What follows belongs to an exercise in optimizing a design on an open flow for small area, a short achievable clock period and few clock cycles per item; a production flow would make more cautious choices. Only simulation tests tie the RTL to the original design; equivalence was not proved. Power figures rest on the tool's default switching activity, not on a simulated workload.

==> zinc: inputs <==
## sage_enc
module sage_enc (
    input  wire        clk,
    input  wire        rst,
    input  wire        in_valid,
    output wire        in_ready,
    input  wire [11:0] in_sample,
    input  wire [3:0]  in_mode,
    input  wire [3:0]  in_range,
    input  wire [7:0]  in_flags,
    input  wire [5:0]  in_chg_index,
    output wire        out_valid,
    input  wire        out_ready,
    output wire [31:0] out_data,
    output wire        out_last
);
    localparam integer D = 67;           
    function [12:0] zigzag(input [11:0] a, input [11:0] b);
        reg [12:0] d;
        begin
            d = {a[11], a} - {b[11], b};
            zigzag = d[12] ? ~{d[11:0], 1'b0} : {d[11:0], 1'b0};
        end
    endfunction
    reg        in_rdy_r;
    reg  [6:0] occ;             
    wire       fire = in_valid & in_rdy_r;
    reg        iv;
    reg [11:0] ix;
    reg  [5:0] iidx;
    reg        ifirst, ilast;
    reg  [3:0] imode;
    reg [17:0] imeta;
    assign in_ready = in_rdy_r;
    always @(posedge clk) begin
        ix     <= in_sample;
        ifirst <= (iidx == 6'd0);
        ilast  <= (iidx == 6'd63);
        if (fire && iidx == 6'd0) begin
            imode <= in_mode;
            imeta <= {in_range, in_flags, in_chg_index};
        end
        if (rst) begin
            iv   <= 1'b0;
            iidx <= 6'd0;
        end else begin
            iv <= fire;
            if (fire)
                iidx <= iidx + 6'd1;
        end
    end
    reg [11:0] mem [0:D-1];
    reg  [6:0] wptr;
    always @(posedge clk) begin
        if (iv)
            mem[wptr] <= ix;
        if (rst)
            wptr <= 7'd0;
        else if (iv)
            wptr <= (wptr == D - 1) ? 7'd0 : wptr + 7'd1;
    end
    reg  [11:0] px;
    wire [12:0] wu = zigzag(ix, px);
    reg  [9:0] s0, s1, s2;
    reg  [8:0] s3, s4, s5, s6;
    reg  [7:0] s7, s8;
    reg  [6:0] s9, s10;
    reg        nz11;
    reg [10:0] vf;              
    function [9:0] sat10(input [9:0] s, input [12:0] t);
        reg [10:0] sum;
        begin
            sum   = {1'b0, s} + ((t[12:10] != 3'd0) ? 11'd1023 : {1'b0, t[9:0]});
            sat10 = sum[10] ? 10'h3FF : sum[9:0];
        end
    endfunction
    function [8:0] sat9(input [8:0] s, input [9:0] t);
        reg [9:0] sum;
        begin
            sum  = {1'b0, s} + (t[9] ? 10'd511 : {1'b0, t[8:0]});
  ...
clock: 15.0 ns
lec_check: 0
cap_margin: 20
core_margin: 2
core_utilization: 25
gpl_routability_driven: 1
place_density: 0.4
slew_margin: 20
run.sh (not shown) runs the stock make flow with config.mk's settings and CLKGATE_MAP_FILE= SYNTH_SCRIPT=/design/flow/synth_recipe.tcl, a recipe that flattens the netlist after the stock synthesis.
==> garnet (differences from zinc) <==
--- a/flow/design.v
+++ b/flow/design.v
@@ -9,15 +9,15 @@
     input  wire [7:0]  in_flags,
     input  wire [5:0]  in_chg_index,
     output wire        out_valid,
     input  wire        out_ready,
     output wire [31:0] out_data,
     output wire        out_last
 );
-    localparam integer D = 67;           
+    localparam integer D = 68;           
     function [12:0] zigzag(input [11:0] a, input [11:0] b);
         reg [12:0] d;
         begin
             d = {a[11], a} - {b[11], b};
             zigzag = d[12] ? ~{d[11:0], 1'b0} : {d[11:0], 1'b0};
         end
     endfunction
@@ -25,22 +25,24 @@
     reg  [6:0] occ;             
     wire       fire = in_valid & in_rdy_r;
     reg        iv;
     reg [11:0] ix;
     reg  [5:0] iidx;
     reg        ifirst, ilast;
     reg  [3:0] imode;
+    reg  [3:0] im1h;            
     reg [17:0] imeta;
     assign in_ready = in_rdy_r;
     always @(posedge clk) begin
         ix     <= in_sample;
         ifirst <= (iidx == 6'd0);
         ilast  <= (iidx == 6'd63);
         if (fire && iidx == 6'd0) begin
             imode <= in_mode;
+            im1h  <= {in_mode == 4'h5, in_mode == 4'h4, in_mode == 4'h3, in_mode == 4'h2};
             imeta <= {in_range, in_flags, in_chg_index};
         end
         if (rst) begin
             iv   <= 1'b0;
             iidx <= 6'd0;
         end else begin
             iv <= fire;
@@ -90,25 +92,26 @@
     function [6:0] sat7(input [6:0] s, input [6:0] t);
         reg [7:0] sum;
         begin
             sum  = {1'b0, s} + {1'b0, t};
             sat7 = sum[7] ? 7'h7F : sum[6:0];
         end
     endfunction
-    wire [2:0]  im = imode[2:0];
     wire [10:0] iy = ix[11] ? ~ix[10:0] : ix[10:0];
     reg  [10:0] xv;
-    reg  [14:0] xc;
-    integer e;
+    integer e, mm;
     always @(*) begin
-        xv[0] = iy >= (11'd1 << (im - 3'd1));
-        for (e = 1; e < 11; e = e + 1) begin
-            xc    = ix[11] ? (((15'd1 << im) + 15'd1) << (e - 1))
-                           : (((15'd1 << im) - 15'd1) << (e - 1));
-            xv[e] = {4'd0, iy} >= xc;
+        xv = 11'd0;
+        for (mm = 2; mm < 6; mm = mm + 1) begin
+            if (im1h[mm - 2]) begin
+                xv[0] = xv[0] | ({4'd0, iy} >= (15'd1 << (mm - 1)));
+                for (e = 1; e < 11; e = e + 1)
+                    xv[e] = xv[e] | (ix[11] ? ({4'd0, iy} >= (((15'd1 << mm) + 15'd1) << (e - 1)))
+                                            : ({4'd0, iy} >= (((15'd1 << mm) - 15'd1) << (e - 1))));
+            end
         end
     end
     wire [10:0] gxv = iv ? xv : 11'd0;
     wire        clr = iv && ifirst;
     reg  [12:0] gu;
     reg         clr_r;
     always @(posedge clk) begin
@@ -183,19 +186,17 @@
     end
     wire w_last = iv && ilast;
     wire p_is_l = p_mode[3];
     reg  [6:0] rptr;
     reg  [5:0] ridx;
     reg        r_v;
     reg [11:0] r_x;
-    reg [12:0] r_u;
     reg        r_first, r_last;
-    reg  [3:0] a_mode, a_exp;
+    reg  [3:0] a_mode, a_exp;   
     wire       r_cons;
-    reg        rem_act;
     wire       r_free   = !r_v || r_cons;
     wire       readable = (ridx != 6'd0) || p_new || dec2;
     wire       rd       = r_free && readable;
     wire       r_start  = rd && (ridx == 6'd0);
     wire [3:0] d_mode = !p_is_l ? p_mode : (fit_any ? 4'h8 : 4'h9);
     wire [3:0] d_exp  = !p_is_l ? p_exp  : (fit_any ? kstar : 4'd0);
     always @(posedge clk) begin
@@ -228,15 +229,14 @@
         rdata = 12'd0;
         for (ri = 0; ri < D; ri = ri + 1)
             rdata = rdata | (mem[ri] & {12{rptr == ri}});
     end
     always @(posedge clk) begin
         if (rd) begin
             r_x     <= rdata;
-            r_u     <= zigzag(rdata, r_x);
             r_first <= (ridx == 6'd0);
             r_last  <= (ridx == 6'd63);
         end
         if (r_start) begin
             a_mode <= dec2 ? d_mode : p_mode;
             a_exp  <= dec2 ? d_exp : p_exp;
         end
@@ -251,92 +251,131 @@
             end
             if (rd)
                 r_v <= 1'b1;
             else if (r_cons)
                 r_v <= 1'b0;
         end
     end
-    wire [6:0] occ_nf = occ - {6'd0, rd};
-    wire [6:0] occ_f  = occ_nf + 7'd1;
+    reg        rd_d;
+    wire [6:0] occ_n  = occ + {6'd0, iv} - {6'd0, rd_d};
+    wire       n_lt   = (occ_n < D);
+    wire       n_lt1  = (occ_n < D - 1);
     always @(posedge clk) begin
         if (rst) begin
             occ      <= 7'd0;
+            rd_d     <= 1'b0;
             in_rdy_r <= 1'b1;
         end else begin
-            occ      <= fire ? occ_f : occ_nf;
-            in_rdy_r <= fire ? (occ_f < D) : (occ_nf < D);
-        end
-    end
-    reg        f_v;
-    reg [31:0] f_val;
-    reg  [5:0] f_len;
-    reg        f_first, f_last;
-    reg [12:0] rem_q;
-    reg [10:0] rem_r;
-    reg        rem_last;
-    reg  [3:0] rem_k;
-    wire       p_cons;
-    wire       f_ld = (!f_v || p_cons) && (rem_act || r_v);
-    assign     r_cons = f_ld && !rem_act;
-    wire [3:0] k   = rem_act ? rem_k : a_exp;
-    wire [2:0] m   = a_mode[2:0];
+            occ      <= occ_n;
+            rd_d     <= rd;
+            in_rdy_r <= fire ? n_lt1 : n_lt;
+        end
+    end
+    reg        u_v;
+    reg [12:0] u_qf;
+    reg [10:0] u_rr;
+    reg [11:0] u_v12;           
+    reg        u_first, u_last;
+    reg  [3:0] u_mode, u_exp;
+    reg  [4:0] u_lim;           
+    reg  [3:0] u_k1;            
+    reg        u_fit;           
+    wire       u_cons;
+    wire       u_chunk;         
+    wire [12:0] u_qrest;
+    wire       u_fit_n;
+    wire       u_ld = (!u_v || u_cons) && r_v;
+    assign     r_cons = u_ld;
+    wire [12:0] ru  = zigzag(r_x, u_v12);
+    wire [12:0] rqf = ru >> a_exp;
+    wire [10:0] rrr = ru[10:0] & ((11'd1 << a_exp) - 11'd1);
+    wire [17:0] rthr = {12'd0, 6'd32 - {2'b0, a_exp}} << a_exp;
+    wire        rfit0 = ({5'd0, ru} < rthr);
     wire [11:0] sfl    = $signed(r_x) >>> a_exp;
     wire [11:0] smask  = (12'd1 << a_exp) - 12'd1;
     wire [11:0] shalf  = (12'd1 << a_exp) >> 1;
     wire        sguard = |(r_x & shalf);
     wire        ssticky = |(r_x & (smask >> 1));
     wire        sup    = sguard && (ssticky || sfl[0]);
     wire [4:0]  sq     = sfl[4:0] + {4'd0, sup};
-    wire [31:0] sval   = {sq, 27'd0} << (3'd5 - m);
-    wire [12:0] qf   = r_u >> k;
-    wire [10:0] rrf  = r_u[10:0] & ((11'd1 << k) - 11'd1);
-    wire [12:0] qq   = rem_act ? rem_q : qf;
-    wire [10:0] rr   = rem_act ? rem_r : rrf;
-    wire        rfit = (qq <= (13'd31 - {9'd0, k}));
-    wire [31:0] ral  = {21'd0, rr} << (6'd32 - {2'd0, k});
-    wire [63:0] rsrc = {32'hFFFF_FFFF, rfit ? {1'b0, ral[31:1]} : 32'd0};
-    wire [63:0] rsh  = rsrc >> qq[4:0];
+    always @(posedge clk) begin
+        if (u_chunk) begin
+            u_qf    <= u_qrest;
+            u_fit   <= u_fit_n;
+        end
+        if (u_ld) begin
+            u_qf    <= rqf;
+            u_fit   <= rfit0;
+            u_rr    <= rrr;
+            u_v12   <= a_mode[3] ? r_x : {7'd0, sq};
+            u_first <= r_first;
+            u_last  <= r_last;
+            u_mode  <= a_mode;
+            u_exp   <= a_exp;
+            u_lim   <= 5'd31 - {1'b0, a_exp};
+            u_k1    <= a_exp + 4'd1;
+        end
+        if (rst)
+            u_v <= 1'b0;
+        else if (u_ld)
+            u_v <= 1'b1;
+        else if (u_cons)
+            u_v <= 1'b0;
+    end
+    reg        f_v;
+    reg [31:0] f_val;
+    reg  [5:0] f_len;
+    reg        f_first, f_last;
+    wire       p_cons;
+    wire       f_fin;           
+    wire       f_ld = (!f_v || p_cons) && u_v;
+    assign     u_cons  = f_ld && f_fin;
+    assign     u_chunk = f_ld && !f_fin;
+    wire [2:0] m   = u_mode[2:0];
+    wire [31:0] sval   = {u_v12[4:0], 27'd0} << (3'd5 - m);
+    wire [12:0] qq   = u_qf;
+    wire [10:0] rr   = u_rr;
+    wire [4:0]  lim  = u_lim;
+    wire [3:0]  k1   = u_k1;
     wire        rbig = (qq[12:5] != 8'd0);
-    wire [31:0] rval = (!rfit && rbig) ? 32'hFFFF_FFFF : rsh[31:0];
-    wire [5:0]  rlen = rfit ? (qq[5:0] + 6'd1 + {2'd0, k}) : (rbig ? 6'd32 : qq[5:0]);
-    wire        s_mode = !a_mode[3];
-    wire        rice   = !a_mode[3] ? 1'b0 : (a_mode[0] == 1'b0);
-    wire        use_r  = rem_act || (rice && !r_first);
+    wire        rfit = u_fit;
+    wire [31:0] ones = ~(32'hFFFF_FFFF >> qq[4:0]);
+    wire [31:0] rpos = {21'd0, rr} << (lim - qq[4:0]);
+    wire [31:0] rval = rfit ? (ones | rpos) : (rbig ? 32'hFFFF_FFFF : ones);
+    wire [5:0]  rlen = rfit ? (qq[5:0] + {2'd0, k1}) : (rbig ? 6'd32 : qq[5:0]);
+    wire        s_mode = !u_mode[3];
+    wire        rice   = !u_mode[3] ? 1'b0 : (u_mode[0] == 1'b0);
+    wire        use_r  = rice && !u_first;
+    assign      f_fin  = !use_r || rfit;
+    assign      u_qrest = qq - (rbig ? 13'd32 : qq);
+    assign      u_fit_n = !rbig || (qq[12:6] == 7'd0 && qq[4:0] <= lim);
     always @(posedge clk) begin
         if (f_ld) begin
-            f_first <= !rem_act && r_first;
+            f_first <= u_first;
             if (use_r) begin
                 f_val  <= rval;
                 f_len  <= rlen;
-                f_last <= rfit && (rem_act ? rem_last : r_last);
+                f_last <= rfit && u_last;
             end else if (s_mode) begin
                 f_val  <= sval;
                 f_len  <= {3'd0, m};
-                f_last <= r_last;
+                f_last <= u_last;
             end else begin
-                f_val  <= {r_x, 20'd0};
+                f_val  <= {u_v12, 20'd0};
                 f_len  <= 6'd12;
-                f_last <= r_last;
+                f_last <= u_last;
             end
-            rem_q <= qq - (rbig ? 13'd32 : qq);
-            rem_r <= rr;
-            rem_k <= k;
-            if (!rem_act)
-                rem_last <= r_last;
         end
         if (rst) begin
-            f_v     <= 1'b0;
-            rem_act <= 1'b0;
+            f_v <= 1'b0;
         end else begin
             if (f_ld)
                 f_v <= 1'b1;
             else if (p_cons)
                 f_v <= 1'b0;
-            if (f_ld)
-                rem_act <= use_r && !rfit;
         end
     end
     reg [63:0] pk;
     reg  [6:0] pc;
     reg        hdr_done;
     reg        lh, ll;          
     reg [32:0] q0, q1;
==> run notes <==
Sequential power is about the same in zinc and garnet. Flip-flop and latch count: garnet is higher than zinc (25). Hold slack: garnet is worse than zinc (0.0019 ns). Between garnet and zinc, the lower worst setup slack is in zinc (gap 1.7 ns). Against zinc, the combinational power of garnet is smaller by about 20%. Sequential share of layout area: zinc is lower than garnet (1.9 points). In utilization, zinc and garnet hardly differ. Between zinc and garnet, the lower power is in garnet (gap about 7%, measured against garnet). Between garnet and zinc, the lower global-route usage is in garnet (gap 0.65 points). In zinc the non-clock buffer count is higher than in garnet, by 26.
==> figures <==
| metric | zinc | garnet |
|---|---|---|
| Met1 Wirelength | 116000 um | 113000 um |
| Part of the cycle the worst path needs | 43.4% | 31.8% |
| Post-detailed-placement half-perimeter wirelength | 182000 um | 168000 um |
| Fin area | 75000 um2 | 73700 um2 |
| Met2 routed wirelength | 122000 um | 111000 um |
| # diodes | 3 | 4 |
| Outcome | complete, no violations | complete, no violations |
| Area inside the core boundary | 256000 um2 | 252000 um2 |
| Total clock buffers created by CTS | 150 | 147 |
| Share of the yosys chip area belonging to registers | 56.3% | 58.3% |
| Core Rows | 186 | 184 |
| Multi-input combinational cell count | 3754 | 3534 |
| Global Route met1 Usage | 26.6% | 26.9% |
| Tap cells | 3384 | 3348 |
| Met2 layer usage reported by global route | 31.7% | 29.6% |
| Placed cell area | 70000 um2 | 68800 um2 |
| Static leakage | 26.2 nW | 25.0 nW |
| Internal Dissipation | 7.85 mW | 7.55 mW |
| Worst Hold Launch | imeta[12] | imeta[7] |
| Worst reg-to-reg setup slack | 8.49 ns | 10.52 ns |
| Total of flip-flops plus latches after synthesis | 1288 | 1313 |
Testbench counts of zinc, summed over its fixed seeds: cycles 66,268, blocks 1,024.
Testbench counts of garnet, summed over its fixed seeds: cycles 66,276, blocks 1,024.

==> separate check: timing with driven ports <==
No port has a modelled driver above. Below, the same layouts with a new extraction and two added sets of constraints.
Step 1: set_driving_cell puts a clkbuf_16 on clk and a buf_2 on each other input, an assumption about the parent block.
Step 2 moves the port delays by t, midway between the first and last clock arrival at a register: inputs arrive t later, outputs are due t later. That takes back most of the time a late clock gives input paths.
Three values: no drivers, after step 1, after step 2; two values: the first two.
| run | t (ns) | slack for setup (ns) | worst hold slack (ns) | worst setup path at the end | worst data-port slew with drivers (ns) |
|---|---|---|---|---|---|
| zinc | 0.895 | 8.489 / 8.489 / 8.489 | 0.420 / 0.420 / 0.420 | register to register | 0.06 |
| garnet | 0.885 | 10.236 / 10.156 / 9.935 | 0.418 / 0.418 / 0.418 | input to register | 0.26 |
After both steps setup and hold are still met in every run listed. For garnet, which loses most, drivers alone change the setup slack by -0.080 ns; drivers and shift together by -0.301 ns.
